This is an optimization exercise on Yosys and OpenROAD, whose aim is small area, not a production implementation.
Only simulation tests tie the RTL to the original design; equivalence was not proved.
No activity file was given, so power comes from the tool's default toggle rates.

--- flow/config.mk ---
export PLATFORM = sky130hd
export DESIGN_NAME = cw_acc_bank
export DESIGN_NICKNAME = cw_acc_bank
export VERILOG_FILES = /design/flow/design.v
export SDC_FILE = /design/flow/constraint.sdc
export NUM_CORES = 4
export LEC_CHECK = 0
export CAP_MARGIN = 20
export CORE_MARGIN = 2
export CORE_UTILIZATION = 30
export PLACE_DENSITY = 0.4
export SLEW_MARGIN = 20
--- flow/constraint.sdc ---
create_clock -name core_clock -period 12.0 [get_ports {clk}]
set_input_delay 2.4000 -clock core_clock [delete_from_list [all_inputs] [get_ports {clk}]]
set_output_delay 2.4000 -clock core_clock [all_outputs]
set_load 0.01 [all_outputs]
--- flow/design.v ---
module cw_acc (
    input  wire        clk,
    input  wire        rst,
    input  wire        smp_valid,
    input  wire [2:0]  smp_ch,
    input  wire [15:0] smp_code,
    input  wire [15:0] d_code,
    input  wire [30:0] d_sq,
    input  wire        d_sat,
    input  wire        abt_valid,
    input  wire [2:0]  abt_ch,
    input  wire [1:0]  tb_period,
    input  wire [1:0]  tb_half,
    input  wire [5:0]  hs,
    input  wire        cfg_wr,
    input  wire        cfg_run,
    input  wire [2:0]  cfg_input,
    input  wire [1:0]  cfg_closure,
    input  wire [4:0]  cfg_g,        
    input  wire [23:0] cfg_nlen,     
    output reg         running,
    output reg         rec_valid,
    output wire [39:0] rec_sum,
    output wire [55:0] rec_sumsq,
    output wire [23:0] rec_count,
    output wire [15:0] rec_min,
    output wire [15:0] rec_max,
    output wire [15:0] rec_aborts,
    output wire [3:0]  rec_flags      
);
    localparam CL_PERIOD = 2'd0, CL_HALF = 2'd1, CL_TIME = 2'd2, CL_ONESHOT = 2'd3;
    reg [2:0]  a_input;
    reg [1:0]  a_closure;
    reg [4:0]  a_g;
    reg [23:0] a_nlen;
    reg        p_valid;
    reg [2:0]  p_input;
    reg [1:0]  p_closure;
    reg [4:0]  p_g;
    reg [23:0] p_nlen;
    reg [39:0] w_sum;
    reg [53:0] w_sumsq;
    reg [23:0] w_count;
    reg [15:0] w_min;
    reg [15:0] w_max;
    reg [15:0] w_aborts;
    reg        w_sat;
    reg        w_part;
    reg        pend_hit;
    reg        pend_ab;
    reg        lag;           
    reg [23:0] u;
    wire wr    = cfg_wr & cfg_run;
    wire stop  = running & cfg_wr & ~cfg_run;
    wire start = ~running & wr;
    wire        pe_valid   = wr | p_valid;
    wire [2:0]  pe_input   = wr ? cfg_input   : p_input;
    wire [1:0]  pe_closure = wr ? cfg_closure : p_closure;
    wire [4:0]  pe_g       = wr ? cfg_g       : p_g;
    wire [23:0] pe_nlen    = wr ? cfg_nlen    : p_nlen;
    wire u_hi1  = &u[23:1];
    wire r_zero = u_hi1 & u[0];
    wire r_one  = u_hi1 & ~u[0];
    reg edge_close;
    always @(*) begin
        case (a_closure)
            CL_PERIOD: edge_close = tb_period[~a_nlen[0]];
            CL_HALF:   edge_close = tb_half[~a_nlen[0]];
            CL_TIME:   edge_close = r_zero;
            default:   edge_close = 1'b0;
        endcase
    end
    wire strobe_close = running & ~stop & edge_close;
    wire        use_new   = start | (strobe_close & pe_valid);
    wire [2:0]  e_input   = use_new ? pe_input   : a_input;
    wire [1:0]  e_closure = use_new ? pe_closure : a_closure;
    wire [4:0]  e_g       = use_new ? pe_g       : a_g;
    wire [2:0] bridge_hs = e_g[3] ? hs[5:3] : hs[2:0];
    wire [7:0] hs_x = {2'b11, hs};
    wire gate_ok = e_g[4] ? ({bridge_hs[0], bridge_hs[1], bridge_hs[2]} == e_g[2:0])
                          : hs_x[e_g[2:0]];
    wire active = (running & ~stop) | start;
    wire hit    = active & smp_valid & (smp_ch == e_input) & gate_ok;
    wire ab_hit = active & abt_valid & (abt_ch == e_input);
    wire a_hit  = hit & ~strobe_close;
    wire a_ab   = ab_hit & ~strobe_close;
    wire [15:0] l_code = lag ? d_code : 16'd0;
    wire [30:0] l_sq   = lag ? d_sq : 31'd0;
    wire [39:0] c_sum;
    wire [53:0] c_sumsq;
    cw_accadd #(.N(40), .M(16), .SGN(1), .K0(6), .K(5)) u_sum (
        .a(w_sum), .b(l_code), .s(c_sum));
    cw_accadd #(.N(54), .M(31), .SGN(0), .K0(8), .K(6)) u_sumsq (
        .a(w_sumsq), .b(l_sq), .s(c_sumsq));
    wire lt_min, gt_max;
    cw_lt #(.N(16)) u_lt_min (.a(d_code), .b(w_min), .lt(lt_min));
    cw_lt #(.N(16)) u_gt_max (.a(w_max), .b(d_code), .lt(gt_max));
    wire [15:0] c_min   = (lag & lt_min) ? d_code : w_min;
    wire [15:0] c_max   = (lag & gt_max) ? d_code : w_max;
    wire        c_sat   = w_sat | (lag & d_sat);
    wire        sel_w = running & ~rec_valid;
    wire        ph    = pend_hit;
    wire [39:0] b_sum    = sel_w ? c_sum    : (ph ? {{24{d_code[15]}}, d_code} : 40'd0);
    wire [53:0] b_sumsq  = sel_w ? c_sumsq  : (ph ? {23'd0, d_sq} : 54'd0);
    wire [23:0] b_count  = sel_w ? w_count  : {23'd0, ph};
    wire [15:0] b_min    = sel_w ? c_min    : (ph ? d_code : 16'h7FFF);
    wire [15:0] b_max    = sel_w ? c_max    : (ph ? d_code : 16'h8000);
    wire [15:0] b_aborts = sel_w ? w_aborts : {15'd0, pend_ab};
    wire        b_sat    = sel_w ? c_sat    : (ph & d_sat);
    wire [23:0] n_count;
    wire [15:0] n_aborts;
    cw_inc #(.N(24)) u_count (.a(b_count), .ci(a_hit), .s(n_count));
    cw_inc #(.N(16)) u_aborts (.a(b_aborts), .ci(a_ab & ~&b_aborts), .s(n_aborts));
    wire ovf_close  = a_hit & sel_w & (&w_count[23:1]) & ~w_count[0];
    wire shot_close = a_hit & running & (a_closure == CL_ONESHOT) & r_one;
    wire smp_close  = ovf_close | shot_close;
    wire        take    = use_new | (smp_close & pe_valid);
    wire [23:0] a_nlen_d = take ? pe_nlen : a_nlen;
    wire        dec     = ~e_closure[0] | hit;
    wire [23:0] u_next;
    cw_inc #(.N(24)) u_u (
        .a((start | strobe_close | smp_close) ? a_nlen_d : u),
        .ci(dec & ~smp_close), .s(u_next));
    always @(posedge clk) begin
        if (rst) begin
            running   <= 1'b0;
            p_valid   <= 1'b0;
            rec_valid <= 1'b0;
            pend_hit  <= 1'b0;
            pend_ab   <= 1'b0;
        end else begin
            rec_valid <= stop | strobe_close | smp_close;
            pend_hit  <= hit & strobe_close;
            pend_ab   <= ab_hit & strobe_close;
            if (start) begin
                running <= 1'b1;
                p_valid <= 1'b0;
            end else if (stop) begin
                running <= 1'b0;
                p_valid <= 1'b0;
            end else if (running) begin
                if (strobe_close) begin
                    p_valid <= 1'b0;
                end else if (smp_close) begin
                    p_valid <= 1'b0;
                    if (shot_close && !pe_valid)
                        running <= 1'b0;
                end else if (cfg_wr) begin
                    p_valid <= 1'b1;
                end
            end
        end
    end
    always @(posedge clk) begin
        if (take) begin
            a_input   <= pe_input;
            a_closure <= pe_closure;
            a_g       <= pe_g;
        end
        a_nlen <= a_nlen_d;
        if (wr) begin
            p_input   <= cfg_input;
            p_closure <= cfg_closure;
            p_g       <= cfg_g;
            p_nlen    <= cfg_nlen;
        end
        u <= u_next;
    end
    always @(posedge clk) begin
        w_part   <= stop;
        lag      <= a_hit;
        w_sum    <= b_sum;
        w_sumsq  <= b_sumsq;
        w_count  <= n_count;
        w_min    <= b_min;
        w_max    <= b_max;
        w_aborts <= n_aborts;
        w_sat    <= b_sat;
    end
    assign rec_sum    = c_sum;
    assign rec_sumsq  = {2'b00, c_sumsq};
    assign rec_count  = w_count;
    assign rec_min    = c_min;
    assign rec_max    = c_max;
    assign rec_aborts = w_aborts;
    assign rec_flags  = {|w_aborts, w_part, c_sat, &w_count};
endmodule
module cw_add #(
    parameter N  = 32,
    parameter K0 = 8,
    parameter K  = 8
) (
    input  wire [N-1:0] a,
    input  wire [N-1:0] b,
    output wire [N-1:0] s,
    output wire         co
);
    genvar i;
    generate
        for (i = 0; i < N; i = i + 1) begin : g
            wire ci;     
            wire pi;     
            wire bc;     
            wire s0, co, po;
            if (i == 0) begin : g_b0
                assign ci = 1'b0;
                assign pi = 1'b1;
                assign bc = 1'b0;
            end else if (i >= K0 && (i - K0) % K == 0) begin : g_bs
                assign ci = 1'b0;
                assign pi = 1'b1;
                assign bc = g[i-1].co | (g[i-1].bc & g[i-1].po);
            end else begin : g_bn
                assign ci = g[i-1].co;
                assign pi = g[i-1].po;
                assign bc = g[i-1].bc;
            end
            assign s0   = a[i] ^ b[i] ^ ci;
            assign co   = (a[i] & b[i]) | (ci & (a[i] ^ b[i]));
            assign po   = pi & s0;
            assign s[i] = s0 ^ (bc & pi);
        end
    endgenerate
    assign co = g[N-1].co | (g[N-1].bc & g[N-1].po);
endmodule
module cw_accadd #(
    parameter N   = 54,
    parameter M   = 31,
    parameter SGN = 0,
    parameter K0  = 10,
    parameter K   = 7
) (
    input  wire [N-1:0] a,
    input  wire [M-1:0] b,
    output wire [N-1:0] s
);
    wire cm;
    cw_add #(.N(M), .K0(K0), .K(K)) u_lo (.a(a[M-1:0]), .b(b), .s(s[M-1:0]), .co(cm));
    wire sb  = (SGN != 0) ? b[M-1] : 1'b0;
    wire inc = cm & ~sb;
    wire dec = ~cm & sb;
    genvar i;
    generate
        for (i = M; i < N; i = i + 1) begin : g
            wire p1;     
            wire p0;     
            if (i == M) begin : g_b0
                assign p1 = 1'b1;
                assign p0 = 1'b1;
            end else begin : g_bn
                assign p1 = g[i-1].p1 & a[i-1];
                assign p0 = g[i-1].p0 & ~a[i-1];
            end
            assign s[i] = a[i] ^ ((inc & p1) | (dec & p0));
        end
    endgenerate
endmodule
module cw_inc #(
    parameter N = 24
) (
    input  wire [N-1:0] a,
    input  wire         ci,
    output wire [N-1:0] s
);
    genvar i;
    generate
        for (i = 0; i < N; i = i + 1) begin : g
            wire c;
            if (i == 0) begin : g_b0
                assign c = ci;
            end else begin : g_bn
                assign c = g[i-1].c & a[i-1];
            end
            assign s[i] = a[i] ^ c;
        end
    endgenerate
endmodule
module cw_lt #(
    parameter N = 16
) (
    input  wire [N-1:0] a,
    input  wire [N-1:0] b,
    output wire         lt
);
    genvar i;
    generate
        for (i = 0; i < N; i = i + 1) begin : g
            wire bw;     
            wire ai = (i == N - 1) ? ~a[i] : a[i];
            wire bi = (i == N - 1) ? ~b[i] : b[i];
            if (i == 0) begin : g_b0
                assign bw = ~ai & bi;
            end else begin : g_bn
                assign bw = (~ai & bi) | (~(ai ^ bi) & g[i-1].bw);
            end
        end
    endgenerate
    assign lt = g[N-1].bw;
endmodule
module cw_acc_bank (
    input  wire         clk,
    input  wire         rst,
    input  wire         smp_valid,
    input  wire [2:0]   smp_ch,
    input  wire [15:0]  smp_code,
    input  wire         abt_valid,
    input  wire [2:0]   abt_ch,
    input  wire [1:0]   tb_period,
    input  wire [1:0]   tb_half,
    input  wire [5:0]   hs,
    input  wire         cfg_we,
    input  wire [2:0]   cfg_acc,
    input  wire [2:0]   cfg_input,
    input  wire [2:0]   cfg_closure,
    input  wire         cfg_tbase,
    input  wire [1:0]   cfg_gate,
    input  wire [7:0]   cfg_garg,
    input  wire [23:0]  cfg_length,
    input  wire         cfg_run,
    output reg          cfg_range,
    output wire [7:0]   acc_run,
    output wire [7:0]   rec_valid,
    output wire [319:0] rec_sum,
    output wire [447:0] rec_sumsq,
    output wire [191:0] rec_count,
    output wire [127:0] rec_min,
    output wire [127:0] rec_max,
    output wire [127:0] rec_aborts,
    output wire [31:0]  rec_flags
);
    reg cfg_ok;
    always @(*) begin
        cfg_ok = 1'b1;
        if (cfg_run) begin
            if (cfg_closure > 3'd3)
                cfg_ok = 1'b0;
            if (cfg_gate == 2'd3)
                cfg_ok = 1'b0;
            if (cfg_gate == 2'd1 && cfg_garg > 8'd5)
                cfg_ok = 1'b0;
            if (cfg_gate == 2'd2 && cfg_garg[6:3] != 4'd0)
                cfg_ok = 1'b0;
            if ((cfg_closure == 3'd2 || cfg_closure == 3'd3) && cfg_length < 24'd4)
                cfg_ok = 1'b0;
        end
    end
    always @(posedge clk) begin
        if (rst)
            cfg_range <= 1'b0;
        else
            cfg_range <= cfg_we & ~cfg_ok;
    end
    wire [23:0] cfg_nlen = ~(cfg_closure[1] ? cfg_length : {cfg_length[23:1], cfg_tbase});
    wire [4:0]  cfg_g   = {cfg_gate[1], cfg_garg[7],
                           (cfg_gate == 2'd0) ? 3'b111 : cfg_garg[2:0]};
    wire [30:0] smp_sq;
    cw_sq u_sq (.x(smp_code), .y(smp_sq));
    reg  [15:0] d_code;
    reg  [30:0] d_sq;
    always @(posedge clk) begin
        d_code <= smp_code;
        d_sq   <= smp_sq;
    end
    wire d_sat = (d_code == 16'h8000) || (d_code == 16'h7FFF);
    genvar k;
    generate
        for (k = 0; k < 8; k = k + 1) begin : g_acc
            cw_acc u_acc (
                .clk        (clk),
                .rst        (rst),
                .smp_valid  (smp_valid),
                .smp_ch     (smp_ch),
                .smp_code   (smp_code),
                .d_code     (d_code),
                .d_sq       (d_sq),
                .d_sat      (d_sat),
                .abt_valid  (abt_valid),
                .abt_ch     (abt_ch),
                .tb_period  (tb_period),
                .tb_half    (tb_half),
                .hs         (hs),
                .cfg_wr     (cfg_we && cfg_ok && cfg_acc == k),
                .cfg_run    (cfg_run),
                .cfg_input  (cfg_input),
                .cfg_closure(cfg_closure[1:0]),
                .cfg_g      (cfg_g),
                .cfg_nlen   (cfg_nlen),
                .running    (acc_run[k]),
                .rec_valid  (rec_valid[k]),
                .rec_sum    (rec_sum[40*k +: 40]),
                .rec_sumsq  (rec_sumsq[56*k +: 56]),
                .rec_count  (rec_count[24*k +: 24]),
                .rec_min    (rec_min[16*k +: 16]),
                .rec_max    (rec_max[16*k +: 16]),
                .rec_aborts (rec_aborts[16*k +: 16]),
                .rec_flags  (rec_flags[4*k +: 4])
            );
        end
    endgenerate
endmodule
module cw_sq (
    input  wire [15:0] x,
    output wire [30:0] y
);
    wire pp1;
    wire pp2;
    wire pp3;
    wire pp4;
    wire pp5;
    wire pp6;
    wire pp7;
    wire pp8;
    wire pp9;
    wire pp10;
    wire pp11;
    wire pp12;
    wire pp13;
    wire pp14;
    wire pp15;
    wire pp16;
    wire pp17;
    wire pp18;
    wire pp19;
    wire pp20;
    wire pp21;
    wire pp22;
    wire pp23;
    wire pp24;
    wire pp25;
    wire pp26;
    wire pp27;
    wire pp28;
    wire pp29;
    wire pp30;
    wire pp31;
    wire pp32;
    wire pp33;
    wire pp34;
    wire pp35;
    wire pp36;
    wire pp37;
    wire pp38;
    wire pp39;
    wire pp40;
    wire pp41;
    wire pp42;
    wire pp43;
    wire pp44;
    wire pp45;
    wire pp46;
    wire pp47;
    wire pp48;
    wire pp49;
    wire pp50;
    wire pp51;
    wire pp52;
    wire pp53;
    wire pp54;
    wire pp55;
    wire pp56;
    wire pp57;
    wire pp58;
    wire pp59;
    wire pp60;
    wire pp61;
    wire pp62;
    wire pp63;
    wire pp64;
    wire pp65;
    wire pp66;
    wire pp67;
    wire pp68;
    wire pp69;
    wire pp70;
    wire pp71;
    wire pp72;
    wire pp73;
    wire pp74;
    wire pp75;
    wire pp76;
    wire pp77;
    wire pp78;
    wire pp79;
    wire pp80;
    wire pp81;
    wire pp82;
    wire pp83;
    wire pp84;
    wire pp85;
    wire pp86;
    wire pp87;
    wire pp88;
    wire pp89;
    wire pp90;
    wire pp91;
    wire pp92;
    wire pp93;
    wire pp94;
    wire pp95;
    wire pp96;
    wire pp97;
    wire pp98;
    wire pp99;
    wire pp100;
    wire pp101;
    wire pp102;
    wire pp103;
    wire pp104;
    wire pp105;
    wire pn106;
    wire pn107;
    wire pn108;
    wire pn109;
    wire pn110;
    wire pn111;
    wire pn112;
    wire pn113;
    wire pn114;
    wire pn115;
    wire pn116;
    wire pn117;
    wire pn118;
    wire pn119;
    wire pn120;
    wire s121;
    wire c122;
    wire s123;
    wire c124;
    wire s125;
    wire c126;
    wire s127;
    wire c128;
    wire s129;
    wire c130;
    wire s131;
    wire c132;
    wire s133;
    wire c134;
    wire s135;
    wire c136;
    wire s137;
    wire c138;
    wire s139;
    wire c140;
    wire s141;
    wire c142;
    wire s143;
    wire c144;
    wire s145;
    wire c146;
    wire s147;
    wire c148;
    wire s149;
    wire c150;
    wire s151;
    wire c152;
    wire s153;
    wire c154;
    wire s155;
    wire c156;
    wire s157;
    wire c158;
    wire s159;
    wire c160;
    wire s161;
    wire c162;
    wire s163;
    wire c164;
    wire s165;
    wire c166;
    wire s167;
    wire c168;
    wire s169;
    wire c170;
    wire s171;
    wire c172;
    wire s173;
    wire c174;
    wire s175;
    wire c176;
    wire s177;
    wire c178;
    wire s179;
    wire c180;
    wire s181;
    wire c182;
    wire s183;
    wire c184;
    wire s185;
    wire c186;
    wire s187;
    wire c188;
    wire s189;
    wire c190;
    wire s191;
    wire c192;
    wire s193;
    wire c194;
    wire s195;
    wire c196;
    wire s197;
    wire c198;
    wire s199;
    wire c200;
    wire s201;
    wire c202;
    wire s203;
    wire c204;
    wire s205;
    wire c206;
    wire s207;
    wire c208;
    wire s209;
    wire c210;
    wire s211;
    wire c212;
    wire s213;
    wire c214;
    wire s215;
    wire c216;
    wire s217;
    wire c218;
    wire s219;
    wire c220;
    wire s221;
    wire c222;
    wire s223;
    wire c224;
    wire s225;
    wire c226;
    wire s227;
    wire c228;
    wire s229;
    wire c230;
    wire s231;
    wire c232;
    wire s233;
    wire c234;
    wire s235;
    wire c236;
    wire s237;
    wire c238;
    wire s239;
    wire c240;
    wire s241;
    wire c242;
    wire s243;
    wire c244;
    wire s245;
    wire c246;
    wire s247;
    wire c248;
    wire s249;
    wire c250;
    wire s251;
    wire c252;
    wire s253;
    wire c254;
    wire s255;
    wire c256;
    wire s257;
    wire c258;
    wire s259;
    wire c260;
    wire s261;
    wire c262;
    wire s263;
    wire c264;
    wire s265;
    wire c266;
    wire s267;
    wire c268;
    wire s269;
    wire c270;
    wire s271;
    wire c272;
    wire s273;
    wire c274;
    wire s275;
    wire c276;
    wire s277;
    wire c278;
    wire s279;
    wire c280;
    wire s281;
    wire c282;
    wire s283;
    wire c284;
    wire s285;
    wire c286;
    wire s287;
    wire c288;
    wire s289;
    wire c290;
    wire s291;
    wire c292;
    wire s293;
    wire c294;
    wire s295;
    wire c296;
    wire s297;
    wire c298;
    wire s299;
    wire c300;
    wire s301;
    wire c302;
    wire s303;
    wire c304;
    wire s305;
    wire c306;
    wire s307;
    wire c308;
    wire s309;
    wire c310;
    wire s311;
    wire c312;
    wire s313;
    wire c314;
    wire s315;
    wire c316;
    wire s317;
    wire c318;
    wire s319;
    wire c320;
    wire s321;
    wire c322;
    wire s323;
    wire c324;
    wire s325;
    wire c326;
    wire s327;
    wire c328;
    wire s329;
    wire c330;
    wire s331;
    wire c332;
    wire s333;
    wire c334;
    wire s335;
    wire c336;
    wire s337;
    wire c338;
    wire s339;
    wire c340;
    wire s341;
    wire c342;
    wire s343;
    wire c344;
    wire s345;
    wire c346;
    wire s347;
    wire c348;
    wire s349;
    wire c350;
    wire s351;
    wire c352;
    wire s353;
    wire c354;
    wire s355;
    wire c356;
    wire s357;
    wire c358;
    wire s359;
    wire c360;
    wire s361;
    wire c362;
    wire s363;
    wire c364;
    wire y365;
    wire t366;
    wire y367;
    wire p368;
    wire t369;
    wire y370;
    wire p371;
    wire t372;
    wire y373;
    wire p374;
    wire t375;
    wire y376;
    wire p377;
    wire t378;
    wire y379;
    wire p380;
    wire k381;
    wire s382;
    wire c383;
    wire s384;
    wire c385;
    wire s386;
    wire c387;
    wire s388;
    wire c389;
    wire s390;
    wire c391;
    wire s392;
    wire c393;
    wire y394;
    wire t395;
    wire y396;
    wire p397;
    wire t398;
    wire y399;
    wire p400;
    wire t401;
    wire y402;
    wire p403;
    wire t404;
    wire y405;
    wire p406;
    wire t407;
    wire y408;
    wire p409;
    wire k410;
    wire s411;
    wire c412;
    wire s413;
    wire c414;
    wire s415;
    wire c416;
    wire s417;
    wire c418;
    wire s419;
    wire c420;
    wire s421;
    wire c422;
    wire y423;
    wire t424;
    wire y425;
    wire p426;
    wire t427;
    wire y428;
    wire p429;
    wire t430;
    wire y431;
    wire p432;
    wire t433;
    wire y434;
    wire p435;
    wire t436;
    wire y437;
    wire p438;
    wire k439;
    wire s440;
    wire c441;
    wire y442;
    assign pp1 = x[0] & x[1];
    assign pp2 = x[0] & x[2];
    assign pp3 = x[0] & x[3];
    assign pp4 = x[0] & x[4];
    assign pp5 = x[0] & x[5];
    assign pp6 = x[0] & x[6];
    assign pp7 = x[0] & x[7];
    assign pp8 = x[0] & x[8];
    assign pp9 = x[0] & x[9];
    assign pp10 = x[0] & x[10];
    assign pp11 = x[0] & x[11];
    assign pp12 = x[0] & x[12];
    assign pp13 = x[0] & x[13];
    assign pp14 = x[0] & x[14];
    assign pp15 = x[1] & x[2];
    assign pp16 = x[1] & x[3];
    assign pp17 = x[1] & x[4];
    assign pp18 = x[1] & x[5];
    assign pp19 = x[1] & x[6];
    assign pp20 = x[1] & x[7];
    assign pp21 = x[1] & x[8];
    assign pp22 = x[1] & x[9];
    assign pp23 = x[1] & x[10];
    assign pp24 = x[1] & x[11];
    assign pp25 = x[1] & x[12];
    assign pp26 = x[1] & x[13];
    assign pp27 = x[1] & x[14];
    assign pp28 = x[2] & x[3];
    assign pp29 = x[2] & x[4];
    assign pp30 = x[2] & x[5];
    assign pp31 = x[2] & x[6];
    assign pp32 = x[2] & x[7];
    assign pp33 = x[2] & x[8];
    assign pp34 = x[2] & x[9];
    assign pp35 = x[2] & x[10];
    assign pp36 = x[2] & x[11];
    assign pp37 = x[2] & x[12];
    assign pp38 = x[2] & x[13];
    assign pp39 = x[2] & x[14];
    assign pp40 = x[3] & x[4];
    assign pp41 = x[3] & x[5];
    assign pp42 = x[3] & x[6];
    assign pp43 = x[3] & x[7];
    assign pp44 = x[3] & x[8];
    assign pp45 = x[3] & x[9];
    assign pp46 = x[3] & x[10];
    assign pp47 = x[3] & x[11];
    assign pp48 = x[3] & x[12];
    assign pp49 = x[3] & x[13];
    assign pp50 = x[3] & x[14];
    assign pp51 = x[4] & x[5];
    assign pp52 = x[4] & x[6];
    assign pp53 = x[4] & x[7];
    assign pp54 = x[4] & x[8];
    assign pp55 = x[4] & x[9];
    assign pp56 = x[4] & x[10];
    assign pp57 = x[4] & x[11];
    assign pp58 = x[4] & x[12];
    assign pp59 = x[4] & x[13];
    assign pp60 = x[4] & x[14];
    assign pp61 = x[5] & x[6];
    assign pp62 = x[5] & x[7];
    assign pp63 = x[5] & x[8];
    assign pp64 = x[5] & x[9];
    assign pp65 = x[5] & x[10];
    assign pp66 = x[5] & x[11];
    assign pp67 = x[5] & x[12];
    assign pp68 = x[5] & x[13];
    assign pp69 = x[5] & x[14];
    assign pp70 = x[6] & x[7];
    assign pp71 = x[6] & x[8];
    assign pp72 = x[6] & x[9];
    assign pp73 = x[6] & x[10];
    assign pp74 = x[6] & x[11];
    assign pp75 = x[6] & x[12];
    assign pp76 = x[6] & x[13];
    assign pp77 = x[6] & x[14];
    assign pp78 = x[7] & x[8];
    assign pp79 = x[7] & x[9];
    assign pp80 = x[7] & x[10];
    assign pp81 = x[7] & x[11];
    assign pp82 = x[7] & x[12];
    assign pp83 = x[7] & x[13];
    assign pp84 = x[7] & x[14];
    assign pp85 = x[8] & x[9];
    assign pp86 = x[8] & x[10];
    assign pp87 = x[8] & x[11];
    assign pp88 = x[8] & x[12];
    assign pp89 = x[8] & x[13];
    assign pp90 = x[8] & x[14];
    assign pp91 = x[9] & x[10];
    assign pp92 = x[9] & x[11];
    assign pp93 = x[9] & x[12];
    assign pp94 = x[9] & x[13];
    assign pp95 = x[9] & x[14];
    assign pp96 = x[10] & x[11];
    assign pp97 = x[10] & x[12];
    assign pp98 = x[10] & x[13];
    assign pp99 = x[10] & x[14];
    assign pp100 = x[11] & x[12];
    assign pp101 = x[11] & x[13];
    assign pp102 = x[11] & x[14];
    assign pp103 = x[12] & x[13];
    assign pp104 = x[12] & x[14];
    assign pp105 = x[13] & x[14];
    assign pn106 = x[15] & ~x[0];
    assign pn107 = x[15] & ~x[1];
    assign pn108 = x[15] & ~x[2];
    assign pn109 = x[15] & ~x[3];
    assign pn110 = x[15] & ~x[4];
    assign pn111 = x[15] & ~x[5];
    assign pn112 = x[15] & ~x[6];
    assign pn113 = x[15] & ~x[7];
    assign pn114 = x[15] & ~x[8];
    assign pn115 = x[15] & ~x[9];
    assign pn116 = x[15] & ~x[10];
    assign pn117 = x[15] & ~x[11];
    assign pn118 = x[15] & ~x[12];
    assign pn119 = x[15] & ~x[13];
    assign pn120 = x[15] & ~x[14];
    assign s121 = pp27 ^ pp38;
    assign c122 = pp27 & pp38;
    assign s123 = pp11 ^ pp23;
    assign c124 = pp11 & pp23;
    assign s125 = pp12 ^ pp24;
    assign c126 = pp12 & pp24;
    assign s127 = pp13 ^ pp25 ^ pp36;
    assign c128 = (pp13 & pp25) | (pp36 & (pp13 ^ pp25));
    assign s129 = pp46 ^ pp55;
    assign c130 = pp46 & pp55;
    assign s131 = pp14 ^ pp26 ^ pp37;
    assign c132 = (pp14 & pp26) | (pp37 & (pp14 ^ pp26));
    assign s133 = pp47 ^ pp56;
    assign c134 = pp47 & pp56;
    assign s135 = pp48 ^ pp57 ^ pp65;
    assign c136 = (pp48 & pp57) | (pp65 & (pp48 ^ pp57));
    assign s137 = pp72 ^ pp78 ^ x[8];
    assign c138 = (pp72 & pp78) | (x[8] & (pp72 ^ pp78));
    assign s139 = pn106 ^ x[15];
    assign c140 = pn106 & x[15];
    assign s141 = c122 ^ pp39 ^ pp49;
    assign c142 = (c122 & pp39) | (pp49 & (c122 ^ pp39));
    assign s143 = pp58 ^ pp66 ^ pp73;
    assign c144 = (pp58 & pp66) | (pp73 & (pp58 ^ pp66));
    assign s145 = pp79 ^ pn107;
    assign c146 = pp79 & pn107;
    assign s147 = pp50 ^ pp59 ^ pp67;
    assign c148 = (pp50 & pp59) | (pp67 & (pp50 ^ pp59));
    assign s149 = pp74 ^ pp80 ^ pp85;
    assign c150 = (pp74 & pp80) | (pp85 & (pp74 ^ pp80));
    assign s151 = x[9] ^ pn108;
    assign c152 = x[9] & pn108;
    assign s153 = pp60 ^ pp68 ^ pp75;
    assign c154 = (pp60 & pp68) | (pp75 & (pp60 ^ pp68));
    assign s155 = pp81 ^ pp86;
    assign c156 = pp81 & pp86;
    assign s157 = pp69 ^ pp76 ^ pp82;
    assign c158 = (pp69 & pp76) | (pp82 & (pp69 ^ pp76));
    assign s159 = pp87 ^ pp91;
    assign c160 = pp87 & pp91;
    assign s161 = pp77 ^ pp83;
    assign c162 = pp77 & pp83;
    assign s163 = pp84 ^ pp89;
    assign c164 = pp84 & pp89;
    assign s165 = pp7 ^ pp19;
    assign c166 = pp7 & pp19;
    assign s167 = pp8 ^ pp20;
    assign c168 = pp8 & pp20;
    assign s169 = pp9 ^ pp21 ^ pp32;
    assign c170 = (pp9 & pp21) | (pp32 & (pp9 ^ pp21));
    assign s171 = pp42 ^ pp51;
    assign c172 = pp42 & pp51;
    assign s173 = pp10 ^ pp22 ^ pp33;
    assign c174 = (pp10 & pp22) | (pp33 & (pp10 ^ pp22));
    assign s175 = pp43 ^ pp52;
    assign c176 = pp43 & pp52;
    assign s177 = pp34 ^ pp44 ^ pp53;
    assign c178 = (pp34 & pp44) | (pp53 & (pp34 ^ pp44));
    assign s179 = pp61 ^ x[6] ^ s123;
    assign c180 = (pp61 & x[6]) | (s123 & (pp61 ^ x[6]));
    assign s181 = c124 ^ pp35 ^ pp45;
    assign c182 = (c124 & pp35) | (pp45 & (c124 ^ pp35));
    assign s183 = pp54 ^ pp62 ^ s125;
    assign c184 = (pp54 & pp62) | (s125 & (pp54 ^ pp62));
    assign s185 = c126 ^ pp63 ^ pp70;
    assign c186 = (c126 & pp63) | (pp70 & (c126 ^ pp63));
    assign s187 = x[7] ^ s127 ^ s129;
    assign c188 = (x[7] & s127) | (s129 & (x[7] ^ s127));
    assign s189 = c128 ^ c130 ^ pp64;
    assign c190 = (c128 & c130) | (pp64 & (c128 ^ c130));
    assign s191 = pp71 ^ s131 ^ s133;
    assign c192 = (pp71 & s131) | (s133 & (pp71 ^ s131));
    assign s193 = c132 ^ c134 ^ s121;
    assign c194 = (c132 & c134) | (s121 & (c132 ^ c134));
    assign s195 = s135 ^ s137 ^ s139;
    assign c196 = (s135 & s137) | (s139 & (s135 ^ s137));
    assign s197 = c136 ^ c138 ^ c140;
    assign c198 = (c136 & c138) | (c140 & (c136 ^ c138));
    assign s199 = s141 ^ s143 ^ s145;
    assign c200 = (s141 & s143) | (s145 & (s141 ^ s143));
    assign s201 = c142 ^ c144 ^ c146;
    assign c202 = (c142 & c144) | (c146 & (c142 ^ c144));
    assign s203 = s147 ^ s149 ^ s151;
    assign c204 = (s147 & s149) | (s151 & (s147 ^ s149));
    assign s205 = c148 ^ c150 ^ c152;
    assign c206 = (c148 & c150) | (c152 & (c148 ^ c150));
    assign s207 = pn109 ^ s153 ^ s155;
    assign c208 = (pn109 & s153) | (s155 & (pn109 ^ s153));
    assign s209 = c154 ^ c156 ^ x[10];
    assign c210 = (c154 & c156) | (x[10] & (c154 ^ c156));
    assign s211 = pn110 ^ s157 ^ s159;
    assign c212 = (pn110 & s157) | (s159 & (pn110 ^ s157));
    assign s213 = c158 ^ c160 ^ pp88;
    assign c214 = (c158 & c160) | (pp88 & (c158 ^ c160));
    assign s215 = pp92 ^ pn111 ^ s161;
    assign c216 = (pp92 & pn111) | (s161 & (pp92 ^ pn111));
    assign s217 = c162 ^ pp93 ^ pp96;
    assign c218 = (c162 & pp93) | (pp96 & (c162 ^ pp93));
    assign s219 = x[11] ^ pn112 ^ s163;
    assign c220 = (x[11] & pn112) | (s163 & (x[11] ^ pn112));
    assign s221 = c164 ^ pp90 ^ pp94;
    assign c222 = (c164 & pp90) | (pp94 & (c164 ^ pp90));
    assign s223 = pp97 ^ pn113;
    assign c224 = pp97 & pn113;
    assign s225 = pp95 ^ pp98 ^ pp100;
    assign c226 = (pp95 & pp98) | (pp100 & (pp95 ^ pp98));
    assign s227 = x[12] ^ pn114;
    assign c228 = x[12] & pn114;
    assign s229 = pp99 ^ pp101;
    assign c230 = pp99 & pp101;
    assign s231 = pp102 ^ pp103;
    assign c232 = pp102 & pp103;
    assign s233 = pp5 ^ pp17;
    assign c234 = pp5 & pp17;
    assign s235 = pp6 ^ pp18;
    assign c236 = pp6 & pp18;
    assign s237 = pp30 ^ pp40 ^ x[4];
    assign c238 = (pp30 & pp40) | (x[4] & (pp30 ^ pp40));
    assign s239 = c166 ^ pp31 ^ pp41;
    assign c240 = (c166 & pp31) | (pp41 & (c166 ^ pp31));
    assign s241 = c168 ^ x[5] ^ s169;
    assign c242 = (c168 & x[5]) | (s169 & (c168 ^ x[5]));
    assign s243 = c170 ^ c172 ^ s173;
    assign c244 = (c170 & c172) | (s173 & (c170 ^ c172));
    assign s245 = c174 ^ c176 ^ s177;
    assign c246 = (c174 & c176) | (s177 & (c174 ^ c176));
    assign s247 = c178 ^ c180 ^ s181;
    assign c248 = (c178 & c180) | (s181 & (c178 ^ c180));
    assign s249 = c182 ^ c184 ^ s185;
    assign c250 = (c182 & c184) | (s185 & (c182 ^ c184));
    assign s251 = c186 ^ c188 ^ s189;
    assign c252 = (c186 & c188) | (s189 & (c186 ^ c188));
    assign s253 = c190 ^ c192 ^ s193;
    assign c254 = (c190 & c192) | (s193 & (c190 ^ c192));
    assign s255 = c194 ^ c196 ^ s197;
    assign c256 = (c194 & c196) | (s197 & (c194 ^ c196));
    assign s257 = c198 ^ c200 ^ s201;
    assign c258 = (c198 & c200) | (s201 & (c198 ^ c200));
    assign s259 = c202 ^ c204 ^ s205;
    assign c260 = (c202 & c204) | (s205 & (c202 ^ c204));
    assign s261 = c206 ^ c208 ^ s209;
    assign c262 = (c206 & c208) | (s209 & (c206 ^ c208));
    assign s263 = c210 ^ c212 ^ s213;
    assign c264 = (c210 & c212) | (s213 & (c210 ^ c212));
    assign s265 = c214 ^ c216 ^ s217;
    assign c266 = (c214 & c216) | (s217 & (c214 ^ c216));
    assign s267 = c218 ^ c220 ^ s221;
    assign c268 = (c218 & c220) | (s221 & (c218 ^ c220));
    assign s269 = c222 ^ c224 ^ s225;
    assign c270 = (c222 & c224) | (s225 & (c222 ^ c224));
    assign s271 = c226 ^ c228 ^ pn115;
    assign c272 = (c226 & c228) | (pn115 & (c226 ^ c228));
    assign s273 = c230 ^ x[13] ^ pn116;
    assign c274 = (c230 & x[13]) | (pn116 & (c230 ^ x[13]));
    assign s275 = c232 ^ pp104;
    assign c276 = c232 & pp104;
    assign s277 = pp105 ^ x[14];
    assign c278 = pp105 & x[14];
    assign s279 = pp3 ^ pp15;
    assign c280 = pp3 & pp15;
    assign s281 = pp4 ^ pp16;
    assign c282 = pp4 & pp16;
    assign s283 = pp28 ^ x[3] ^ s233;
    assign c284 = (pp28 & x[3]) | (s233 & (pp28 ^ x[3]));
    assign s285 = c234 ^ pp29 ^ s235;
    assign c286 = (c234 & pp29) | (s235 & (c234 ^ pp29));
    assign s287 = c236 ^ s165 ^ s237;
    assign c288 = (c236 & s165) | (s237 & (c236 ^ s165));
    assign s289 = c238 ^ s167 ^ s239;
    assign c290 = (c238 & s167) | (s239 & (c238 ^ s167));
    assign s291 = c240 ^ s171 ^ s241;
    assign c292 = (c240 & s171) | (s241 & (c240 ^ s171));
    assign s293 = c242 ^ s175 ^ s243;
    assign c294 = (c242 & s175) | (s243 & (c242 ^ s175));
    assign s295 = c244 ^ s179 ^ s245;
    assign c296 = (c244 & s179) | (s245 & (c244 ^ s179));
    assign s297 = c246 ^ s183 ^ s247;
    assign c298 = (c246 & s183) | (s247 & (c246 ^ s183));
    assign s299 = c248 ^ s187 ^ s249;
    assign c300 = (c248 & s187) | (s249 & (c248 ^ s187));
    assign s301 = c250 ^ s191 ^ s251;
    assign c302 = (c250 & s191) | (s251 & (c250 ^ s191));
    assign s303 = c252 ^ s195 ^ s253;
    assign c304 = (c252 & s195) | (s253 & (c252 ^ s195));
    assign s305 = c254 ^ s199 ^ s255;
    assign c306 = (c254 & s199) | (s255 & (c254 ^ s199));
    assign s307 = c256 ^ s203 ^ s257;
    assign c308 = (c256 & s203) | (s257 & (c256 ^ s203));
    assign s309 = c258 ^ s207 ^ s259;
    assign c310 = (c258 & s207) | (s259 & (c258 ^ s207));
    assign s311 = c260 ^ s211 ^ s261;
    assign c312 = (c260 & s211) | (s261 & (c260 ^ s211));
    assign s313 = c262 ^ s215 ^ s263;
    assign c314 = (c262 & s215) | (s263 & (c262 ^ s215));
    assign s315 = c264 ^ s219 ^ s265;
    assign c316 = (c264 & s219) | (s265 & (c264 ^ s219));
    assign s317 = c266 ^ s223 ^ s267;
    assign c318 = (c266 & s223) | (s267 & (c266 ^ s223));
    assign s319 = c268 ^ s227 ^ s269;
    assign c320 = (c268 & s227) | (s269 & (c268 ^ s227));
    assign s321 = c270 ^ s229 ^ s271;
    assign c322 = (c270 & s229) | (s271 & (c270 ^ s229));
    assign s323 = c272 ^ s231 ^ s273;
    assign c324 = (c272 & s231) | (s273 & (c272 ^ s231));
    assign s325 = c274 ^ pn117 ^ s275;
    assign c326 = (c274 & pn117) | (s275 & (c274 ^ pn117));
    assign s327 = c276 ^ pn118 ^ s277;
    assign c328 = (c276 & pn118) | (s277 & (c276 ^ pn118));
    assign s329 = c278 ^ pn119;
    assign c330 = c278 & pn119;
    assign s331 = pn120 ^ x[15];
    assign c332 = pn120 & x[15];
    assign s333 = pp1 ^ x[1] ^ 1'b0;
    assign c334 = (pp1 & x[1]) | (1'b0 & (pp1 ^ x[1]));
    assign s335 = pp2 ^ c334;
    assign c336 = pp2 & c334;
    assign s337 = x[2] ^ s279 ^ c336;
    assign c338 = (x[2] & s279) | (c336 & (x[2] ^ s279));
    assign s339 = c280 ^ s281 ^ c338;
    assign c340 = (c280 & s281) | (c338 & (c280 ^ s281));
    assign s341 = c282 ^ s283 ^ c340;
    assign c342 = (c282 & s283) | (c340 & (c282 ^ s283));
    assign s343 = c284 ^ s285 ^ c342;
    assign c344 = (c284 & s285) | (c342 & (c284 ^ s285));
    assign s345 = c286 ^ s287 ^ c344;
    assign c346 = (c286 & s287) | (c344 & (c286 ^ s287));
    assign s347 = c288 ^ s289 ^ c346;
    assign c348 = (c288 & s289) | (c346 & (c288 ^ s289));
    assign s349 = c290 ^ s291 ^ c348;
    assign c350 = (c290 & s291) | (c348 & (c290 ^ s291));
    assign s351 = c292 ^ s293 ^ c350;
    assign c352 = (c292 & s293) | (c350 & (c292 ^ s293));
    assign s353 = c294 ^ s295 ^ 1'b0;
    assign c354 = (c294 & s295) | (1'b0 & (c294 ^ s295));
    assign s355 = c296 ^ s297 ^ c354;
    assign c356 = (c296 & s297) | (c354 & (c296 ^ s297));
    assign s357 = c298 ^ s299 ^ c356;
    assign c358 = (c298 & s299) | (c356 & (c298 ^ s299));
    assign s359 = c300 ^ s301 ^ c358;
    assign c360 = (c300 & s301) | (c358 & (c300 ^ s301));
    assign s361 = c302 ^ s303 ^ c360;
    assign c362 = (c302 & s303) | (c360 & (c302 ^ s303));
    assign s363 = c304 ^ s305 ^ c362;
    assign c364 = (c304 & s305) | (c362 & (c304 ^ s305));
    assign y365 = s353 ^ c352;
    assign t366 = c352 & s353;
    assign y367 = s355 ^ t366;
    assign p368 = s353 & s355;
    assign t369 = c352 & p368;
    assign y370 = s357 ^ t369;
    assign p371 = p368 & s357;
    assign t372 = c352 & p371;
    assign y373 = s359 ^ t372;
    assign p374 = p371 & s359;
    assign t375 = c352 & p374;
    assign y376 = s361 ^ t375;
    assign p377 = p374 & s361;
    assign t378 = c352 & p377;
    assign y379 = s363 ^ t378;
    assign p380 = p377 & s363;
    assign k381 = c364 | (c352 & p380);
    assign s382 = c306 ^ s307 ^ 1'b0;
    assign c383 = (c306 & s307) | (1'b0 & (c306 ^ s307));
    assign s384 = c308 ^ s309 ^ c383;
    assign c385 = (c308 & s309) | (c383 & (c308 ^ s309));
    assign s386 = c310 ^ s311 ^ c385;
    assign c387 = (c310 & s311) | (c385 & (c310 ^ s311));
    assign s388 = c312 ^ s313 ^ c387;
    assign c389 = (c312 & s313) | (c387 & (c312 ^ s313));
    assign s390 = c314 ^ s315 ^ c389;
    assign c391 = (c314 & s315) | (c389 & (c314 ^ s315));
    assign s392 = c316 ^ s317 ^ c391;
    assign c393 = (c316 & s317) | (c391 & (c316 ^ s317));
    assign y394 = s382 ^ k381;
    assign t395 = k381 & s382;
    assign y396 = s384 ^ t395;
    assign p397 = s382 & s384;
    assign t398 = k381 & p397;
    assign y399 = s386 ^ t398;
    assign p400 = p397 & s386;
    assign t401 = k381 & p400;
    assign y402 = s388 ^ t401;
    assign p403 = p400 & s388;
    assign t404 = k381 & p403;
    assign y405 = s390 ^ t404;
    assign p406 = p403 & s390;
    assign t407 = k381 & p406;
    assign y408 = s392 ^ t407;
    assign p409 = p406 & s392;
    assign k410 = c393 | (k381 & p409);
    assign s411 = c318 ^ s319 ^ 1'b0;
    assign c412 = (c318 & s319) | (1'b0 & (c318 ^ s319));
    assign s413 = c320 ^ s321 ^ c412;
    assign c414 = (c320 & s321) | (c412 & (c320 ^ s321));
    assign s415 = c322 ^ s323 ^ c414;
    assign c416 = (c322 & s323) | (c414 & (c322 ^ s323));
    assign s417 = c324 ^ s325 ^ c416;
    assign c418 = (c324 & s325) | (c416 & (c324 ^ s325));
    assign s419 = c326 ^ s327 ^ c418;
    assign c420 = (c326 & s327) | (c418 & (c326 ^ s327));
    assign s421 = c328 ^ s329 ^ c420;
    assign c422 = (c328 & s329) | (c420 & (c328 ^ s329));
    assign y423 = s411 ^ k410;
    assign t424 = k410 & s411;
    assign y425 = s413 ^ t424;
    assign p426 = s411 & s413;
    assign t427 = k410 & p426;
    assign y428 = s415 ^ t427;
    assign p429 = p426 & s415;
    assign t430 = k410 & p429;
    assign y431 = s417 ^ t430;
    assign p432 = p429 & s417;
    assign t433 = k410 & p432;
    assign y434 = s419 ^ t433;
    assign p435 = p432 & s419;
    assign t436 = k410 & p435;
    assign y437 = s421 ^ t436;
    assign p438 = p435 & s421;
    assign k439 = c422 | (k410 & p438);
    assign s440 = c330 ^ s331 ^ 1'b0;
    assign c441 = (c330 & s331) | (1'b0 & (c330 ^ s331));
    assign y442 = s440 ^ k439;
    assign y[0] = x[0];
    assign y[1] = 1'b0;
    assign y[2] = s333;
    assign y[3] = s335;
    assign y[4] = s337;
    assign y[5] = s339;
    assign y[6] = s341;
    assign y[7] = s343;
    assign y[8] = s345;
    assign y[9] = s347;
    assign y[10] = s349;
    assign y[11] = s351;
    assign y[12] = y365;
    assign y[13] = y367;
    assign y[14] = y370;
    assign y[15] = y373;
    assign y[16] = y376;
    assign y[17] = y379;
    assign y[18] = y394;
    assign y[19] = y396;
    assign y[20] = y399;
    assign y[21] = y402;
    assign y[22] = y405;
    assign y[23] = y408;
    assign y[24] = y423;
    assign y[25] = y425;
    assign y[26] = y428;
    assign y[27] = y431;
    assign y[28] = y434;
    assign y[29] = y437;
    assign y[30] = y442;
endmodule
--- flow/run.sh ---
#!/bin/bash
# synth_recipe.tcl (not shown) runs the flow's synth.tcl, then flattens the netlist and writes it again
# the make line also repeats each setting of config.mk as NAME=value (left out here)
make -C /OpenROAD-flow-scripts/flow DESIGN_CONFIG=/design/flow/config.mk WORK_HOME=/design/flow/orfs CLKGATE_MAP_FILE= SYNTH_SCRIPT=/design/flow/synth_recipe.tcl finish
==> results of run 1 <==
## registers in the layout, indices dropped and copies added, names as in the netlist, 128 cells and up
register,flops
g_acc.u_acc.a_nlen,192
g_acc.u_acc.p_nlen,192
g_acc.u_acc.w_sum,320
g_acc.u_acc.w_max,128
g_acc.u_acc.u,192
g_acc.u_acc.w_sumsq,432
g_acc.u_acc.w_count,192
g_acc.u_acc.w_min,128
g_acc.u_acc.w_aborts,128
## kinds of logic after synthesis
kind of cell / count (synthesis)
buf+inv: 1631
compound gates: 1562
fa+ha+maj: 1309
flops: 2174
xor+xnor: 668
simple gates: 4406
mux: 705
other cells: 1
## layer usage
layer / part of all wire, % / vias to the layer above / global-route usage [%]
met5: 0.013 / - / 0
met4: 4.6 / 10 / 10.3
met3: 6.5 / 683 / 5.25
met2: 47 / 2568 / 43.5
met1: 42 / 46900 / 32.1
li1: - / 44300 / -
## power groups by stage
stage	registers (mW)	logic [mW]	clock network, mW
floorplan	7.80	0.950	0
global placement	7.95	1.64	0
detailed placement	7.95	1.67	0
CTS	7.80	1.68	9.13
global route	7.81	1.83	9.40
finish	7.79	1.66	8.88
## cells in the final DEF (no fill, tap or decap), types with 19 or more instances in the layout
| master | count |
|---|---|
| sky130_fd_sc_hd__clkbuf_16 | 293 |
| sky130_fd_sc_hd__clkbuf_8 | 59 |
| sky130_fd_sc_hd__clkbuf_1 | 45 |
| sky130_fd_sc_hd__o211ai_1 | 20 |
| sky130_fd_sc_hd__a22o_1 | 184 |
| sky130_fd_sc_hd__nor2_1 | 374 |
| sky130_fd_sc_hd__clkinv_2 | 50 |
| sky130_fd_sc_hd__mux2i_1 | 271 |
| sky130_fd_sc_hd__fa_1 | 403 |
| sky130_fd_sc_hd__nor3b_1 | 25 |
| sky130_fd_sc_hd__and4_1 | 38 |
| sky130_fd_sc_hd__edfxtp_1 | 80 |
| sky130_fd_sc_hd__nor3_1 | 133 |
| sky130_fd_sc_hd__nand3_1 | 433 |
| sky130_fd_sc_hd__a31oi_1 | 21 |
| sky130_fd_sc_hd__dfxtp_1 | 2062 |
| sky130_fd_sc_hd__or2_2 | 22 |
| sky130_fd_sc_hd__xnor2_1 | 398 |
| sky130_fd_sc_hd__or3_1 | 40 |
| sky130_fd_sc_hd__nor2b_1 | 55 |
| sky130_fd_sc_hd__o21ai_0 | 596 |
| sky130_fd_sc_hd__and3_1 | 67 |
| sky130_fd_sc_hd__a21oi_1 | 211 |
| sky130_fd_sc_hd__clkdlybuf4s50_1 | 1450 |
| sky130_fd_sc_hd__o21a_1 | 78 |
| sky130_fd_sc_hd__mux2_2 | 402 |
| sky130_fd_sc_hd__nand2b_1 | 68 |
| sky130_fd_sc_hd__mux2_4 | 19 |
| sky130_fd_sc_hd__and2_1 | 724 |
| sky130_fd_sc_hd__nand4_1 | 184 |
| sky130_fd_sc_hd__buf_4 | 302 |
| sky130_fd_sc_hd__inv_1 | 789 |
| sky130_fd_sc_hd__nor4_1 | 70 |
| sky130_fd_sc_hd__nand2_1 | 2002 |
| sky130_fd_sc_hd__xor2_1 | 269 |
| sky130_fd_sc_hd__nand3b_1 | 21 |
| sky130_fd_sc_hd__ha_1 | 906 |
| sky130_fd_sc_hd__a21o_1 | 93 |
| sky130_fd_sc_hd__o22a_1 | 121 |
## layout make-up
type | count | area (um^2) | share of cell area, %
clock inverter | 107 | 1270 | 0.875
clock buffer | 397 | 8310 | 5.71
tap | 5060 | 6330 | 4.35
multi-input combinational | 8666 | 65300 | 44.8
antenna | 18 | 45.0 | 0.0309
sequential | 2174 | 44400 | 30.5
timing repair buffer | 1764 | 16900 | 11.6
inverter | 791 | 2970 | 2.04
## what timing repair did
action / CTS / global route
pin swaps: 0 / 4
buffers inserted: 0 / 1
endpoints found under the hold margin: 0 / 0
endpoints found under the setup margin: 3 / 49
gates resized for setup: 3 / 43
## stage by stage
| step | cell area, um^2 | TNS [ps] | total power [mW] |
|---|---|---|---|
| 2_1_floorplan | 116000 | 0 | 8.75 |
| 3_3_place_gp | 136000 | -41.3 | 9.58 |
| 3_5_place_dp | 136000 | 0 | 9.62 |
| 4_1_cts | 145000 | 0 | 18.6 |
| 5_1_grt | 146000 | -173 | 19.0 |
| 6_report | 146000 | 0 | 18.3 |
## worst reg2reg max path: cells and delay by family, from the launching register on
| kind | cells | cell delay [ps] |
|---|---|---|
| simple gates | 4 | 1460 |
| buf+inv | 2 | 610 |
| fa+ha+maj | 21 | 3920 |
| compound gates | 5 | 1800 |
| flops | 1 | 450 |
| mux | 1 | 320 |
| xor+xnor | 2 | 240 |
## worst paths after layout
path	end	depth (start not counted)
worst min-delay path	g_acc[4].u_acc.p_closure[1]	2
worst min register to register	g_acc[4].u_acc.p_closure[1]	2
worst max register to register	g_acc[0].u_acc.u[23]	35
worst max-delay path	rec_sum[76]	26
==> run summary, run 1 <==
Place
The final weighted congestion in routability-driven placement is 0.899. The number of cells in the design after placement is 18.5k. The post-placement setup slack is ~4.4 ps. The count of input and output buffers is 1,458. The total half-perimeter wirelength after legalization and detailed placement is 405,000 um.

Cells and area
At the end of the flow, the number of nets in the layout was 15.1k. The area growth from synthesis to layout is 25.7%. Once layout is complete, the cells apart from fillers number roughly 19k.

Once layout is complete, the utilization of the core stands at a little under two fifths. The ratio of cells with drive above 1 in the final layout is 10.0%. The filler cells instantiated in the layout total 38.3k.

Worst setup path
The number of buffers and inverters on the critical path is 4. The startpoint kind of the worst setup timing path is a flip-flop. Grouping stages by cell kind, the critical path spends the most delay in simple AND/OR/NAND/NOR gates. The required time at the endpoint of the critical path is between 9000 and 10,000 ps.

The launch point of the worst reg-to-reg path is g_acc[0].u_acc.a_closure[1]. STA classifies the critical path endpoint as an output port. The most prevalent standard cell on the critical path is sky130_fd_sc_hd__fa_1. For the worst setup path, the data arrival time is slightly above 9000 ps. The cell with the largest stage delay on the worst path is sky130_fd_sc_hd__clkdlybuf4s50_1. For flop-to-flop paths, the worst setup slack is ~3000 ps.

The type of the setup path with the least slack is reg -> out. Of all nets on the critical path, the largest fanout is 28. In this run the worst setup path begins at g_acc[1].u_acc.lag. The largest single stage delay on the critical path is 810 ps.

Synthesis
The multiplexer share of the synthesized area is 6.73%. In this run, distinct cell masters in the synthesized netlist total roughly 100. The synthesized instance count is 12.5k. The post-synthesis share of cell area spent on full adders, half adders and majority gates is about 17%.

By instance count, the leading cell after synthesis is sky130_fd_sc_hd__dfxtp_1. In the post-synthesis netlist, the biggest area contributors are sky130_fd_sc_hd__dfxtp_1, sky130_fd_sc_hd__ha_1, sky130_fd_sc_hd__fa_1. The largest total area in the synthesized netlist belongs to sky130_fd_sc_hd__dfxtp_1.

The synthesized design devotes to its leading area cell type 36.2% of total area. Summing the areas of all xor and xnor instances in the mapped netlist gives 5.05% of the synthesized area. The count of yosys warnings during synthesis is 2. The most common flop cell mapped by yosys is sky130_fd_sc_hd__dfxtp_1.

Sequential elements use 38.3% of the synthesized area. The basic-gate share of the synthesized area counting and, or, nand and nor cells is a little under a fifth. Of all flip-flops after synthesis, the portion carrying an async set or reset was 0%. The synthesized netlist devotes ~8.9% of its cell area to compound gates. After synthesis, the largest family of logic cells by area is simple AND/OR/NAND/NOR gates. The post-synthesis cell area is 0.116 mm^2. In this run, synthesis inferred 80 flip-flops with an integrated enable.

After synthesis the netlist holds a flip-flop and latch count of 2,174. By count the netlist is led by sky130_fd_sc_hd__dfxtp_1, sky130_fd_sc_hd__nand2_1, sky130_fd_sc_hd__ha_1. A synthesized cell averages 9.29 um^2.

Route
The number of nets with antenna violations after detailed routing is 0. The number of design-rule violations left by the first detailed-router iteration is 6,041. The via count normalized by instance count is 4.98. The average wire per cell in the routed design is around 28 um.

Across all layers, the routed design uses 94.5k vias. The number of design rule violations left after detail routing is 0. The total wire length after detailed routing is approximately 520,000 um. For this run, the detailed router's first-pass iteration total came to 6.

Power and ir drop
The share of total power in the clock network is about half. The switching power summed over all nets is 4.97 mW. The highest ir drop seen on vdd is 111 uV. Cell internal power was estimated by the tool at 13.4 mW. The register share of total power is 42.5%. Dividing total power by cell area gives a power density of 126 mW/mm^2. The logic gate share of total power is approximately 9.0%. In this run switching power makes up 27.1% of total power. The leakage dissipation is 61.1 nW.

STA
The worst setup slack after layout is 347 ps. In the finished design, the share of the clock period the worst path needs comes to between 90 and 100%. The max-slew violation count is 0.

The post-route clock skew is 67.3 ps. The tightest hold margin is 436 ps. The worst relative slew slack is about a quarter. The achievable clock frequency is 85.8 MHz. The pin slew with the least headroom to its limit is 1110 ps. The final number of hold-violating endpoints is 0.

The smallest clock period supported by the final layout is computed as 11,650 ps. Setup violations remaining at the end of the flow were counted as 0.

Floorplan
The effective utilization at floorplan is 30.1%. The boundary pin count is 1,475. The cell row count is 228.

The die height is 625 um. The floorplan core area is 0.385 mm^2. The die is 625 um wide. The floorplan step defined a die boundary enclosing 0.391 mm^2.

Clock tree
The CTS buffer count is 284. The clock reaches the later pin of the worst-skew pair after 940 ps. TritonCTS built the clock tree. In this run, post-CTS hold repair placed 0 buffers. The worst-case clock buffer depth is 4.

CTS placed an instance of sky130_fd_sc_hd__clkbuf_16 at the clock tree root. The number of H-tree branching levels is 5. The clock edge transition at the registers on the reported setup and hold paths is around 60 ps. The number of clock sinks is 2,174.

Worst hold path
The origin of the worst min-delay path is g_acc[4].u_acc.p_closure[1]. The path class of the tightest hold or removal check is reg -> reg.

Global routing
Entering global routing, the biggest net connects 89 pins. The initial antenna violation count is 61. The final global-route overflow total is 0.

Across every metal layer, demand over resource in global routing totals 25.8%. The number of global-route vias before repair is a little over 90k. The first global-routing pass estimated 724,000 um of wire.

Flow run
The reported max-cap violation count is 0.

Run status
The run finished with no timing, DRC or antenna violations.
==> inputs of run 2 (changes only) <==
==> flow/flow/run.sh (new file) <==
#!/bin/bash
# The standard layout (the standard.sh: the standard synthesis, then
# floorplan, placement, CTS, routing and finish), with two changes:
#  - port buffers of the smallest buffer cell (buffer_ports -buffer_cell)
#    rather than the delay-cell buffer buffer_ports picks by default;
#  - CTS without dummy loads and with sink clusters of at most 20 flip-flops
#    within 100 um.
# make's full output goes to standard_flow.log here; each ORFS step keeps its
# own log under orfs/logs.
set -euo pipefail
bash standard.sh \
    "BUFFER_PORTS_ARGS=-buffer_cell sky130_fd_sc_hd__buf_1" \
    "CTS_ARGS=-sink_clustering_enable -repair_clock_nets -dont_use_dummy_load -sink_clustering_size 20 -sink_clustering_max_diameter 100" \
    finish > standard_flow.log 2>&1
==> flow/standard.sh (new file) <==
#!/bin/bash
# synth_recipe.tcl (not shown) runs the flow's synth.tcl, then flattens the netlist and writes it again
# the make line also repeats each setting of config.mk as NAME=value (left out here)
make -C /OpenROAD-flow-scripts/flow DESIGN_CONFIG=/design/flow/config.mk WORK_HOME=/design/flow/orfs CLKGATE_MAP_FILE= SYNTH_SCRIPT=/design/flow/synth_recipe.tcl "${@:-finish}"
removed: flow/run.sh
==> run summary, run 2 <==
Synthesis
The sequential fraction of the synthesis area is 38.3%. After synthesis, the cell types taking the most area are sky130_fd_sc_hd__dfxtp_1, sky130_fd_sc_hd__ha_1, sky130_fd_sc_hd__fa_1. For this run, the leading register cell type out of synthesis is sky130_fd_sc_hd__dfxtp_1.

The post-synthesis area per instance is 9.29 um^2. The synthesized design contains 80 enable-type register cells. Yosys mapped the design onto 104 distinct sky130hd cell types.

The synthesis-stage register bit count is 2,174. The commonest cells after synthesis are sky130_fd_sc_hd__dfxtp_1, sky130_fd_sc_hd__nand2_1, sky130_fd_sc_hd__ha_1. After synthesis the cells add up to 0.116 mm^2. After synthesis, the share of flip-flops with an asynchronous set or reset is 0%. The count of yosys warnings during synthesis is 2. The synthesized instance count is 12.5k. The area share of the largest cell type after synthesis is about 36%. sky130_fd_sc_hd__dfxtp_1 takes more of the synthesized area than any other cell.

The most used standard cell by instance count after synthesis is sky130_fd_sc_hd__dfxtp_1.

STA
Setup violations remaining at the end of the flow were counted as 0. Across the routed clock network, the largest skew measured is 116 ps. For this run, the top clock speed supported by timing is a little under 90 MHz. The final critical path takes up roughly 96% of the cycle. The final number of hold-violating endpoints was 0. The pin slew with the least headroom to its limit is 1150 ps.

The tightest hold margin is 447 ps. The max-slew violation count is 0. Setup repair after global routing left no endpoint under its margin. The worst relative slew slack is roughly a quarter. The post-route minimum period is 11,530 ps. Summed over all failing endpoints, the final setup total negative slack is 0 ps.

Route
Wires add up to between 500,000 and 600,000 um. The average wire per cell in the routed design is between 20 and 30 um. The number of detailed-route iterations in the first pass is 5. The count of nets left with antenna violations once routing finished came out at 0. The via count normalized by instance count is 5.02. The number of design-rule violations left by the first detailed-router iteration is 6,144. The number of design rule violations left after detail routing is 0. The vias after detailed routing is approximately 93k.

Cells and area
The number of flip-flops under the largest register name is 432. After the last flow step, the layout net total stands at 14.9k. The area growth from synthesis to layout is 12.6%. In the layout the commonest cells are sky130_fd_sc_hd__dfxtp_1, sky130_fd_sc_hd__nand2_1, sky130_fd_sc_hd__buf_1, sky130_fd_sc_hd__ha_1, sky130_fd_sc_hd__inv_1. The largest registers in the layout are g_acc.u_acc.w_sumsq: 432 flops, g_acc.u_acc.w_sum: 320 flops. The register with the most flip-flops is g_acc.u_acc.w_sumsq. The number of fill cells is 39.8k. The ratio of cells with drive above 1 in the final layout is 7.86%. The most common cell after layout, fill and taps aside is sky130_fd_sc_hd__dfxtp_1.

Power and ir drop
The highest ir drop seen on vdd is 108 uV. The analysis attributes to cell leakage a power of 54.6 nW. The total power density per cell area is 110 mW/mm^2.

Global routing
The total routing resource utilization after global routing is 24.8%. The number of global-route vias before repair is approximately 91k. Summed over all layers, the global routing overflow is 0. The initial antenna violation count is 64. The global-route wire length before repair is approximately 700,000 um. The maximum number of pins on one net before global-route repair is 89.

Floorplan
The width of the die is approximately 630 um. The total area inside the core boundary comes to 0.385 mm^2. The die height is 625 um. The effective utilization at floorplan is 30.1%. Pin placement for this block handled 1,475 I/O pins. The area enclosed by the die boundary is between 0.3 and 0.4 mm^2.

After floorplanning, the core was divided into approximately 230 placement rows.

Worst setup path
The type of the setup path with the least slack is reg -> out. STA classifies the critical path startpoint as a flip-flop. The required time at the endpoint of the critical path is roughly 9600 ps. The maximum fanout encountered on the critical timing path is 8. The largest single stage delay on the critical path is around 560 ps. The cell with the largest stage delay on the worst path is sky130_fd_sc_hd__or4b_1. The critical path data arrival time is between 9000 and 10,000 ps. The critical path capture point type is an output port. The length in cells of the worst reg-to-reg path is 36.

Flow run
The reported max-cap violation count is 0.

Clock tree
The CTS tree is built. In this run the deepest clock path goes through 4 buffers. The clock root buffer is sky130_fd_sc_hd__clkbuf_16. The number of clock sinks is 2,174. Once the clock tree was built, the setup fixing pass inserted 0 buffers. The number of buffers added to fix hold violations after cts is 0.

For the worst-skew pair, the clock arrives at the later sink with an insertion delay of 900 ps. TritonCTS created 150 clock buffers. The number of H-tree branching levels is 4. After clock tree synthesis, the clock-pin slew on the worst setup and hold paths is 90 ps.

Place
After legalization and detailed placement, the total HPWL measured a little under 400,000 um. Input and output buffers added on the ports amount to 1,458. The final weighted congestion in routability-driven placement is roughly 0.90.

Run status
The run finished with no timing, DRC or antenna violations.

Worst hold path
The path category of the worst min-delay check is reg -> reg. The worst hold path passes through 2 cells.
## run 2: per-layer routing
metal	GRT usage, %	up-vias	part of all wire, %
met5	0.0741	-	0.016
met3	4.46	616	6.1
li1	-	43800	-
met1	30.7	46600	41
met2	42.7	2515	48
met4	9.48	12	4.6
## run 2: cells by family (layout without fill, tap and decap cells)
| kind of cell | after synthesis | in the layout | synth area share, % |
|---|---|---|---|
| AND/OR/NAND/NOR | 4406 | 4406 | 18.4 |
| flip-flops | 2174 | 2174 | 38.3 |
| buffers and inverters | 1631 | 2692 | 5.89 |
| AO/OA/AOI/OAI | 1562 | 1562 | 8.91 |
| adder cells (fa/ha/maj) | 1309 | 1309 | 16.8 |
| multiplexers | 705 | 705 | 6.73 |
| XOR/XNOR | 668 | 668 | 5.05 |
| other | 1 | 50 | 0.00324 |
## run 2: final timing paths
path                               startpoint  slack, ps                           to
setup reg to reg         g_acc[4].u_acc.u[14]       3240         g_acc[4].u_acc.u[23]
setup / recovery                    d_code[0]        470                 rec_sum[278]
hold reg to reg   g_acc[7].u_acc.p_closure[1]        450  g_acc[7].u_acc.p_closure[1]
hold / removal    g_acc[7].u_acc.p_closure[1]        450  g_acc[7].u_acc.p_closure[1]
## run 2: power by group
group	leakage [nW]	switching [mW]	total, mW	internal, mW
combinational	35.0	1.13	1.66	0.530
sequential	17.7	0.212	7.75	7.54
clock	1.85	2.76	4.99	2.23
total	54.6	4.10	14.4	10.3
## run 2: stage by stage
stage	total power, mW	setup slack, ps	area (um^2)	std cells	utilization, %
CTS	14.7	212	130000	18600	33.8
global route	15.0	0.233	130000	18600	33.8
floorplan	8.75	1210	116000	12500	-
finish	14.4	468	130000	18600	33.9
detailed placement	9.61	860	126000	18400	32.9
global placement	9.58	860	126000	18400	32.8
## run 2: area by class of cell
type,instances,area [um^2],area share [%]
antenna,34,85.1,0.0653
clock buffer,150,3750,2.88
inverter,791,2970,2.28
multi-input combinational,8666,65100,49.9
sequential,2174,44400,34.1
tap,5060,6330,4.86
timing repair buffer,1751,7700,5.91
## run 2: worst max-delay path, delay by kind of cell, from the launching register on
kind,cells,cell delay [ps]
fa+ha+maj,7,1980
buf+inv,5,480
xor+xnor,1,300
compound gates,2,410
simple gates,17,4670
flops,1,400
## run 2: repair_timing
item                       CTS  global route
resized for setup            0             6
setup endpoints to repair    0             7
hold endpoints to repair     0             0

==> static timing again, ports no longer ideal <==
In the flow no input, the clock included, has a driving cell. The finished layouts below were timed again as built, in two steps. Step 1, drivers: a clkbuf_16 drives clk and a buf_2 each remaining input, both assumed. Step 2 times the ports against the registers' clock, not the clock port: input delays grow and output delays shrink by t, the midpoint of the rising clock arrivals with the driver on. Three values: ideal, step 1, step 2; two values: the first two.
run | shift t [ns] | slack for setup (ns) | worst hold slack (ns) | clock arrival spread, ns | slew at the worst register clock pin (ns)
run 1 | 1.014 | 0.347 / 0.238 / -0.011 | 0.436 / 0.436 / 0.436 | 0.074 / 0.074 | 0.07 / 0.07
run 2 | 0.964 | 0.468 / 0.354 / 0.791 | 0.447 / 0.447 / 0.447 | 0.138 / 0.138 | 0.10 / 0.10
Met with ideal ports but missed after step 2: setup timing in run 1. The setup slack of run 1, which loses most, moves by -0.109 ns with the drivers and by -0.358 ns with both steps.
